Context: an optimization exercise on an open-source flow, tuned for small area, a short achievable clock period and few clock cycles. The choices shown serve that exercise and are no tape-out recipe.
The RTL of this run was laid out without a check of its function.

==> flow/design.v <==
module hyb_encoder (
    input  wire        clk,
    input  wire        rst,
    input  wire [19:0] cfg_knee0,        
    input  wire [19:0] cfg_knee1,        
    input  wire [19:0] cfg_knee2,        
    input  wire [2:0]  cfg_log2_s,       
    input  wire [25:0] cfg_period_ns,    
    input  wire [4:0]  cfg_width,        
    input  wire        cfg_dither_en,    
    input  wire        cfg_colour_rot,   
    input  wire [1:0]  cfg_fc,           
    input  wire        in_valid,
    output wire        in_ready,
    input  wire [19:0] in_p,
    input  wire [3:0]  in_trim,          
    input  wire [1:0]  in_colour,
    input  wire        in_x0,            
    input  wire        in_y0,            
    output reg         out_valid,
    output reg  [7:0]  out_a,
    output wire [16:0] out_h,
    output wire [9:0]  lad_addr,         
    input  wire [19:0] lad_rdata
);
    localparam integer R = 3;            
    localparam [2:0] S_IDLE = 3'd0,
                     S_P    = 3'd1,      
                     S_N    = 3'd2,      
                     S_F    = 3'd3,      
                     S_Z    = 3'd4,      
                     S_W    = 3'd5;      
    wire [2:0] k_req = (cfg_log2_s == 3'd7) ? 3'd6 : cfg_log2_s;
    reg  [2:0] k_use;
    integer j;
    always @(*) begin
        k_use = 3'd0;
        for (j = 1; j <= 6; j = j + 1)
            if (j <= k_req && {6'd0, cfg_period_ns} >= (32'd130208 << j))
                k_use = j[2:0];
    end
    wire [4:0] width = (cfg_width > 5'd16) ? 5'd16 : cfg_width;
    reg [19:0] kc_raw;
    always @(*) begin
        case (in_colour)
            2'd0:    kc_raw = cfg_knee0;
            2'd1:    kc_raw = cfg_knee1;
            default: kc_raw = cfg_knee2;
        endcase
    end
    wire [19:0] kc = (kc_raw < 20'h01000) ? 20'h01000 :
                     (kc_raw > 20'h30000) ? 20'h30000 : kc_raw;
    wire signed [4:0]  trim_s = {in_trim[3], in_trim};
    wire signed [25:0] tk     = trim_s * $signed({1'b0, kc});
    wire signed [25:0] tk_sh  = tk >>> 5;
    wire        [19:0] knee_k = kc + tk_sh[19:0];
    reg [1:0] m_dith;
    always @(*) begin
        case ({in_y0, in_x0})
            2'b00:   m_dith = 2'd0;
            2'b01:   m_dith = 2'd2;
            2'b10:   m_dith = 2'd3;
            default: m_dith = 2'd1;
        endcase
    end
    wire [1:0] cr     = cfg_colour_rot ? in_colour : 2'd0;
    wire [1:0] phi_in = cfg_dither_en ? (m_dith + cfg_fc + cr) : 2'd0;
    wire [6:0] wphi   = width * phi_in;
    wire [3:0] d_in   = wphi[5:2];       
    reg [2:0]  st;
    reg [19:0] p_r;
    reg [19:0] key_r;         
    reg [3:0]  d_r;
    reg [1:0]  phi_r;
    reg [1:0]  col_r;
    reg [7:0]  m_r;           
    reg [2:0]  b_r;           
    reg [7:0]  nmin_r;        
    reg [7:0]  nhi_r;
    reg [19:0] lpa_r;         
    reg        lpa_v;
    wire ltp = lad_rdata < p_r;
    wire ltk = lad_rdata < key_r;
    wire [7:0] mask_b  = (8'd1 << b_r) - 8'd1;
    wire [7:0] bit_b   = 8'd1 << b_r;
    wire [7:0] mask_b1 = mask_b >> 1;
    wire [8:0] nsum    = {1'b0, nmin_r} + {1'b0, nhi_r};
    wire [7:0] nmid    = nsum[8:1];
    localparam integer NW = 1 + 3 + 8 + 3 + 8 + 8 + 1 + 1 + 8;
    function [NW-1:0] decide;
        input [7:0] pa;
        input [7:0] nmin;
        input [7:0] nhi;
        input       lv;
        input       lsel;
        input [3:0] d;
        reg   [8:0] hi_d, lo_d, nsm;
        begin
            hi_d = {1'b0, nhi} + {5'd0, d};
            lo_d = {1'b0, nmin} + {5'd0, d};
            nsm  = {1'b0, nmin} + {1'b0, nhi};
            if (pa == 8'd255 || hi_d <= {1'b0, pa}) begin
                if (lv)
                    decide = {1'b1, S_IDLE, pa, 3'd0, nmin, nhi, lv, lsel, 8'd0};
                else
                    decide = {1'b0, S_F, pa, 3'd0, nmin, nhi, lv, lsel, pa};
            end else if (lo_d > {1'b0, pa}) begin
                if (lo_d >= 9'd255)
                    decide = {1'b0, S_F, 8'd255, 3'd0, nmin, nhi, lv, lsel, 8'd255};
                else if (nmin == nhi)
                    decide = {1'b0, S_F, lo_d[7:0], 3'd0, nmin, nhi, lv, lsel, lo_d[7:0]};
                else
                    decide = {1'b0, S_N, pa, 3'd0, nmin, nhi, lv, lsel, nsm[8:1]};
            end else begin
                decide = {1'b0, S_N, pa, 3'd0, nmin, nhi, lv, lsel, nsm[8:1]};
            end
        end
    endfunction
    function [NW-1:0] step;
        input tp;
        input tk;
        reg [7:0] m1, nmin1, nhi1, jj;
        reg       lv1;
        begin
            step = {NW{1'b0}};
            case (st)
                S_P: begin
                    jj    = m_r | mask_b;
                    m1    = tp ? (m_r | bit_b) : m_r;
                    nmin1 = (tk && (m_r | bit_b) > nmin_r) ? (m_r | bit_b) : nmin_r;
                    nhi1  = (!tk && jj < nhi_r) ? jj : nhi_r;
                    lv1   = lpa_v | !tp;
                    if (b_r != 3'd0)
                        step = {1'b0, S_P, m1, b_r - 3'd1, nmin1, nhi1, lv1, !tp, m1 | mask_b1};
                    else
                        step = decide(m1, nmin1, nhi1, lv1, !tp, d_r);
                end
                S_N: begin
                    nmin1 = tk ? nmid + 8'd1 : nmin_r;
                    nhi1  = tk ? nhi_r : nmid;
                    step  = decide(m_r, nmin1, nhi1, lpa_v, 1'b0, d_r);
                end
                S_F: step = {1'b1, S_IDLE, m_r, 3'd0, nmin_r, nhi_r, lpa_v, 1'b1, 8'd0};
                S_Z: step = {1'b1, S_IDLE, 8'd0, 3'd0, nmin_r, nhi_r, lpa_v, 1'b0, 8'd0};
                S_W: step = {1'b1, S_IDLE, m_r, 3'd0, nmin_r, nhi_r, lpa_v, 1'b0, 8'd0};
                default: step = {1'b0, S_IDLE, m_r, 3'd0, nmin_r, nhi_r, lpa_v, 1'b0, 8'd0};
            endcase
        end
    endfunction
    wire [NW-1:0] nx00 = step(1'b0, 1'b0);
    wire [NW-1:0] nx01 = step(1'b0, 1'b1);
    wire [NW-1:0] nx10 = step(1'b1, 1'b0);
    wire [NW-1:0] nx11 = step(1'b1, 1'b1);
    wire [NW-1:0] nx   = ltp ? (ltk ? nx11 : nx10) : (ltk ? nx01 : nx00);
    wire       n_done = nx[NW-1];
    wire [2:0] n_st   = nx[NW-2 -: 3];
    wire [7:0] n_m    = nx[NW-5 -: 8];
    wire [2:0] n_b    = nx[NW-13 -: 3];
    wire [7:0] n_nmin = nx[NW-16 -: 8];
    wire [7:0] n_nhi  = nx[NW-24 -: 8];
    wire       n_lv   = nx[9];
    wire       n_lsel = nx[8];
    wire [7:0] n_addr = nx[7:0];
    wire [19:0] l_now = n_lsel ? lad_rdata : lpa_r;    
    reg         dv_busy;
    reg  [2:0]  dv_cnt;
    reg  [19:0] dv_rem;
    reg  [19:0] dv_l;
    reg  [19:0] dv_q;
    reg  [R-1:0] dv_fb;
    reg  [7:0]  dv_a;
    reg  [1:0]  dv_c;
    reg  [19:0] q_o;
    reg  [1:0]  c_o;
    wire dv_last = dv_busy && (dv_cnt == 3'd1);
    wire dv_free = !dv_busy || (dv_cnt == 3'd1);
    wire handoff = n_done && dv_free;
    assign in_ready = (st == S_IDLE) || handoff;
    wire accept = in_valid && in_ready;
    assign lad_addr = in_ready ? {in_colour, 8'd127} : {col_r, n_addr};
    reg [2:0] c_cnt;
    reg [1:0] c_j;
    always @(*) begin
        case (k_use)
            3'd0: begin c_cnt = 3'd5; c_j = 2'd2; end
            3'd1: begin c_cnt = 3'd5; c_j = 2'd1; end
            3'd2: begin c_cnt = 3'd6; c_j = 2'd3; end
            3'd3: begin c_cnt = 3'd6; c_j = 2'd2; end
            3'd4: begin c_cnt = 3'd6; c_j = 2'd1; end
            3'd5: begin c_cnt = 3'd7; c_j = 2'd3; end
            default: begin c_cnt = 3'd7; c_j = 2'd2; end
        endcase
    end
    wire        zero_item = (st == S_Z) || (st == S_W && p_r == 20'd0);
    wire [19:0] ld_rem = p_r >> c_j;
    wire [R-1:0] ld_fb = p_r[R-1:0] << (R - c_j);
    reg [19:0] s_rem;
    reg [19:0] s_q;
    reg [20:0] s_sh;
    reg [21:0] s_sub;
    integer i;
    always @(*) begin
        s_rem = dv_rem;
        s_q   = dv_q;
        for (i = 0; i < R; i = i + 1) begin
            s_sh  = {s_rem, dv_fb[R-1-i]};
            s_sub = {1'b0, s_sh} - {2'b0, dv_l};
            if (!s_sub[21]) s_rem = s_sub[19:0];
            else            s_rem = s_sh[19:0];
            s_q = {s_q[18:0], !s_sub[21]};
        end
    end
    wire [19:0] h_sum = q_o + {17'd0, c_o, 1'b1};
    assign out_h = h_sum[19:3];
    always @(posedge clk) begin
        if (rst) begin
            st        <= S_IDLE;
            dv_busy   <= 1'b0;
            out_valid <= 1'b0;
        end else begin
            if (accept) begin
                p_r    <= in_p;
                key_r  <= knee_k;
                d_r    <= d_in;
                phi_r  <= phi_in;
                col_r  <= in_colour;
                m_r    <= 8'd0;
                b_r    <= 3'd7;
                nmin_r <= 8'd0;
                nhi_r  <= 8'd255;
                lpa_v  <= 1'b0;
                st     <= (in_p == 20'd0) ? S_Z : S_P;
            end else if (n_done) begin
                if (handoff) begin
                    st <= S_IDLE;
                end else begin
                    st    <= S_W;
                    m_r   <= n_m;
                    lpa_r <= l_now;
                end
            end else if (st != S_IDLE) begin
                st     <= n_st;
                m_r    <= n_m;
                b_r    <= n_b;
                nmin_r <= n_nmin;
                nhi_r  <= n_nhi;
                lpa_v  <= n_lv;
                lpa_r  <= l_now;
            end
            out_valid <= dv_last;
            if (dv_last) begin
                out_a <= dv_a;
                q_o   <= s_q;
                c_o   <= dv_c;
            end
            if (handoff) begin
                dv_busy <= 1'b1;
                dv_cnt  <= zero_item ? 3'd1 : c_cnt;
                dv_rem  <= ld_rem;
                dv_fb   <= ld_fb;
                dv_l    <= zero_item ? 20'hFFFFF : l_now;
                dv_q    <= 20'd0;
                dv_a    <= zero_item ? 8'd0 : n_m;
                dv_c    <= cfg_dither_en ? phi_r : 2'd2;
            end else if (dv_busy) begin
                dv_cnt  <= dv_cnt - 3'd1;
                dv_rem  <= s_rem;
                dv_q    <= s_q;
                dv_fb   <= {R{1'b0}};
                if (dv_last) dv_busy <= 1'b0;
            end
        end
    end
endmodule
==> flow/run.sh <==
#!/bin/bash
# synth_recipe.tcl (not shown) runs the flow's synth.tcl, then flattens the netlist and writes it again
# the make line also repeats each setting of config.mk as NAME=value (left out here)
make -C /OpenROAD-flow-scripts/flow DESIGN_CONFIG=/design/flow/config.mk WORK_HOME=/design/flow/orfs CLKGATE_MAP_FILE= SYNTH_SCRIPT=/design/flow/synth_recipe.tcl finish
==> flow/config.mk <==
export PLATFORM = sky130hd
export DESIGN_NAME = hyb_encoder
export DESIGN_NICKNAME = hyb_encoder
export VERILOG_FILES = /design/flow/design.v
export SDC_FILE = /design/flow/constraint.sdc
export NUM_CORES = 4
export LEC_CHECK = 0
export CAP_MARGIN = 20
export CORE_MARGIN = 2
export CORE_UTILIZATION = 40
export SLEW_MARGIN = 20
==> flow/constraint.sdc <==
create_clock -name core_clock -period 10.0 [get_ports {clk}]
set_input_delay 2.0000 -clock core_clock [delete_from_list [all_inputs] [get_ports {clk}]]
set_output_delay 2.0000 -clock core_clock [all_outputs]
set_load 0.01 [all_outputs]
==> run notes <==
## registers in the layout, summed over array words and instances, names as in the netlist, 17 cells and up
signal,count
lpa_r,20
key_r,20
dv_q,17
dv_rem,20
q_o,20
dv_l,20
p_r,20
## cell usage in the layout, fill, tap and decap left out, types with 33 or more instances in the layout
cell,instances
sky130_fd_sc_hd__ha_1,331
sky130_fd_sc_hd__nand4_1,53
sky130_fd_sc_hd__buf_4,218
sky130_fd_sc_hd__mux2i_1,59
sky130_fd_sc_hd__a21oi_1,238
sky130_fd_sc_hd__fa_1,52
sky130_fd_sc_hd__xor2_1,44
sky130_fd_sc_hd__o21a_1,41
sky130_fd_sc_hd__edfxtp_1,199
sky130_fd_sc_hd__clkdlybuf4s50_1,174
sky130_fd_sc_hd__xnor2_1,109
sky130_fd_sc_hd__nor3_1,62
sky130_fd_sc_hd__nor2_1,304
sky130_fd_sc_hd__mux2_2,40
sky130_fd_sc_hd__nand2b_1,62
sky130_fd_sc_hd__o21ai_0,202
sky130_fd_sc_hd__a21o_1,79
sky130_fd_sc_hd__nor4_1,33
sky130_fd_sc_hd__nand3_1,47
sky130_fd_sc_hd__and2_1,61
sky130_fd_sc_hd__nor2b_1,41
sky130_fd_sc_hd__nand2_1,217
sky130_fd_sc_hd__inv_1,233
## final cells by class
class | instances | share of cell area
Sequential cell | 204 | 0.193
Inverter | 238 | 0.0285
Clock buffer | 28 | 0.0202
Tap cell | 855 | 0.0340
Timing Repair Buffer | 404 | 0.113
Multi-Input combinational cell | 2583 | 0.605
Clock inverter | 16 | 0.00592
## worst max path at each step
| stage | to | slack (ns) | startpoint | cells past startpoint |
|---|---|---|---|---|
| 2_1_floorplan | key_r[18]$_DFFE_PP_ | 0.28 | in_colour[0] | 39 |
| 3_3_place_gp | key_r[18]$_DFFE_PP_ | -0.23 | in_colour[0] | 39 |
| 3_5_place_dp | key_r[18]$_DFFE_PP_ | -0.20 | in_colour[0] | 39 |
| 4_1_cts | lad_addr[3] | 0.006 | b_r[2]$_SDFFCE_PP1P_ | 32 |
| 5_1_grt | lad_addr[0] | -0.04 | b_r[2]$_SDFFCE_PP1P_ | 32 |
| 6_report | lad_addr[0] | 0.20 | b_r[2]$_SDFFCE_PP1P_ | 33 |
## timing repair
action | CTS | global route
resized for setup | 18 | 63
setup endpoints to repair | 11 | 36
pin swaps | 3 | 22
hold buffers | 0 | 0
setup buffers | 2 | 14
## stage by stage
step                      setup TNS, ns  cells  hold slack, ns  cell area [um2]
after floorplan                       0   3136           0.400            26100
after global placement           -0.235   4268           0.400            30200
after detailed placement         -0.201   4268           0.406            30200
after CTS                             0   4314           0.419            31100
after global routing            -0.0833   4328           0.420            31500
final                                 0   4328           0.417            31500
## kinds of logic after synthesis
family | share of synthesized area
and+or+nand+nor | 0.187
AOI/OAI and AO/OA | 0.235
adders and majority gates | 0.200
buffers and inverters | 0.0517
DFF | 0.233
xor gates and xnor gates | 0.0527
muxes | 0.0408
other | 0.000288
## routing by layer
layer,vias up,part of all wire,GRT usage
li1,12200,-,-
met1,12000,0.43,0.398
met2,1195,0.42,0.432
met3,288,0.095,0.0525
met4,2,0.055,0.131
met5,-,0.00013,0
## worst max-delay path, delay by kind of cell (launching register included)
family	cells	cell delay [ns]
adders and majority gates	4	1.24
and+or+nand+nor	13	2.40
DFF	1	0.45
AOI/OAI and AO/OA	11	2.10
buffers and inverters	5	1.06
==> out/results.ini <==
[critical_path]
path_common_cell = sky130_fd_sc_hd__ha_1
timing.critical_path.from_type = flop
crit_path_max_incr_delay_ns = 0.50
regToRegStartpoint = dv_l[1]$_SDFFCE_PN1P_
timing_worst_setup_path_type = flop to output pin
worstReg2RegEnd = dv_rem[14]$_DFFE_PP_
reg2reg_setup_slack_ns = 0.58
timing.critical_path.required_ns = 8.00
cp-end-kind = output pin
slowest_stage = sky130_fd_sc_hd__clkdlybuf4s50_1
reg2reg_depth = 34
cp.arrival_ns = 7.80
critical_path.max_fanout = 16

[cts]
insertion_delay_ns = 0.55
cts_root_buf = sky130_fd_sc_hd__clkbuf_16
ctsHtreeMaxLevel = 1
number_of_buffers_created_by_cts = 25
clk_path_buf_depth = 3
cts.sink_count = 204
tritoncts = done
clk_pin_slew_ns = 0.05

[final_layout]
antenna_cells = 0
drive_gt1_frac = 0.119
multi_input_combinational_cell_area_um2 = 19100
post-route-util = 0.488
area_growth_pct = 20.6
layout.filler_cells = 6425
seqCellArea_um2 = 6080
design.final.nets = 3990

[placed_design]
place.port_buffers = 179
place_congestion = 1.07
half_perimeter_wire_length_after_detailed_placement_um = 79300
pre_cts_ws_ns = -0.201

[sta]
fin_crit_sh = 0.980
max_slew.worst_pin.slew_ns = 1.12
final_max_slew_viol_count = 0
max_slew_margin = 0.252
max_clock_freq_ghz = 0.102
finalHoldViolations = 0
setup_viol = 0
worst_slack_ns = 0.202
final_period_minus_worst_setup_slack_ns = 9.80
finClkSkew_ns = 0.0122

[drt]
detailedRoute.firstIterationViolations = 2484
via_per_inst = 5.94
total_length_of_routed_wires_um = 99500
num_vias = 25700
avgRoutedWirePerCell_um = 23.0
dr.pass1.iters = 6
number_of_remaining_drc_errors = 0
drt.antenna.violating_nets = 0

[logic_synthesis]
synth.most_common_cell = sky130_fd_sc_hd__ha_1
netlist.area_leader.share = 0.229
avg_synthesized_cell_area_um2 = 8.34
async_reset_ff_frac = 0
number_of_synthesized_register_bits = 204
synth_cell_count_leaders = 332 x sky130_fd_sc_hd__ha_1, 313 x sky130_fd_sc_hd__nor2_1, 251 x sky130_fd_sc_hd__a21oi_1
synth_cells = 3131
synth_cell_types = 96
syn_area_um2 = 26100
top_reg_cell_synth = sky130_fd_sc_hd__edfxtp_1
post_synth_main_area_contributors = sky130_fd_sc_hd__edfxtp_1 23%, sky130_fd_sc_hd__ha_1 16%, sky130_fd_sc_hd__a21oi_1 4.8%
ys.warnings.count = 1
synth_edf_count = 199
synth_top_cell_by_area = sky130_fd_sc_hd__edfxtp_1
ys_seq_area_frac = 0.233

[floorplan]
die-area_um2 = 67300
floorplan.die.height_um = 259
number_of_core_rows = 93
io_pins = 186
core_area_um2 = 64500
initial_utilization = 0.405
die_w_um = 259

[global_route]
grt_pass1_wl_um = 148000
antenna_violations_before_repair = 5
grt_pass1_vias = 24300
grt_start_max_net_pins = 47
grt_overflow_total = 0
grtUsageTotal = 0.287

[hold_path]
holdPathEnd = out_a[3]$_DFFE_PP_
timing.hold.worst_path_depth = 0
launch_point_of_the_worst_hold_path = dv_a[3]$_SDFFCE_PN0P_
hold_crit_class = flop to flop

[outcome]
run_status = no timing/DRC/antenna violations

[flow_run]
maxCapViolations = 0

==> afterwards: timing with drivers on the ports <==
No port has a modelled driver above. Below, the same layout with a new extraction and two added sets of constraints. Step 1 (the two cells are an assumption about what drives the block):
set clk [get_ports {clk}]
set_driving_cell -lib_cell sky130_fd_sc_hd__clkbuf_16 $clk
set_driving_cell -lib_cell sky130_fd_sc_hd__buf_2 [delete_from_list [all_inputs] $clk]
Step 2 adds t to the input delays and takes it off the output delays; t is the mean of the earliest and latest rising clock arrival at the registers after step 1. Input paths then give back, and output paths get back, about the clock's delay inside the block. Slacks: ideal / step 1 / step 2; pairs: ideal / step 1.
t, ns: 0.603
setup slack, ns: 0.202 / 0.138 / -0.029
worst slew at a driven data input, ns: 0.09
With both steps, setup timing fails in this run, where it was met with ideal ports. For this run, drivers alone change the setup slack by -0.064 ns; drivers and shift together by -0.231 ns.
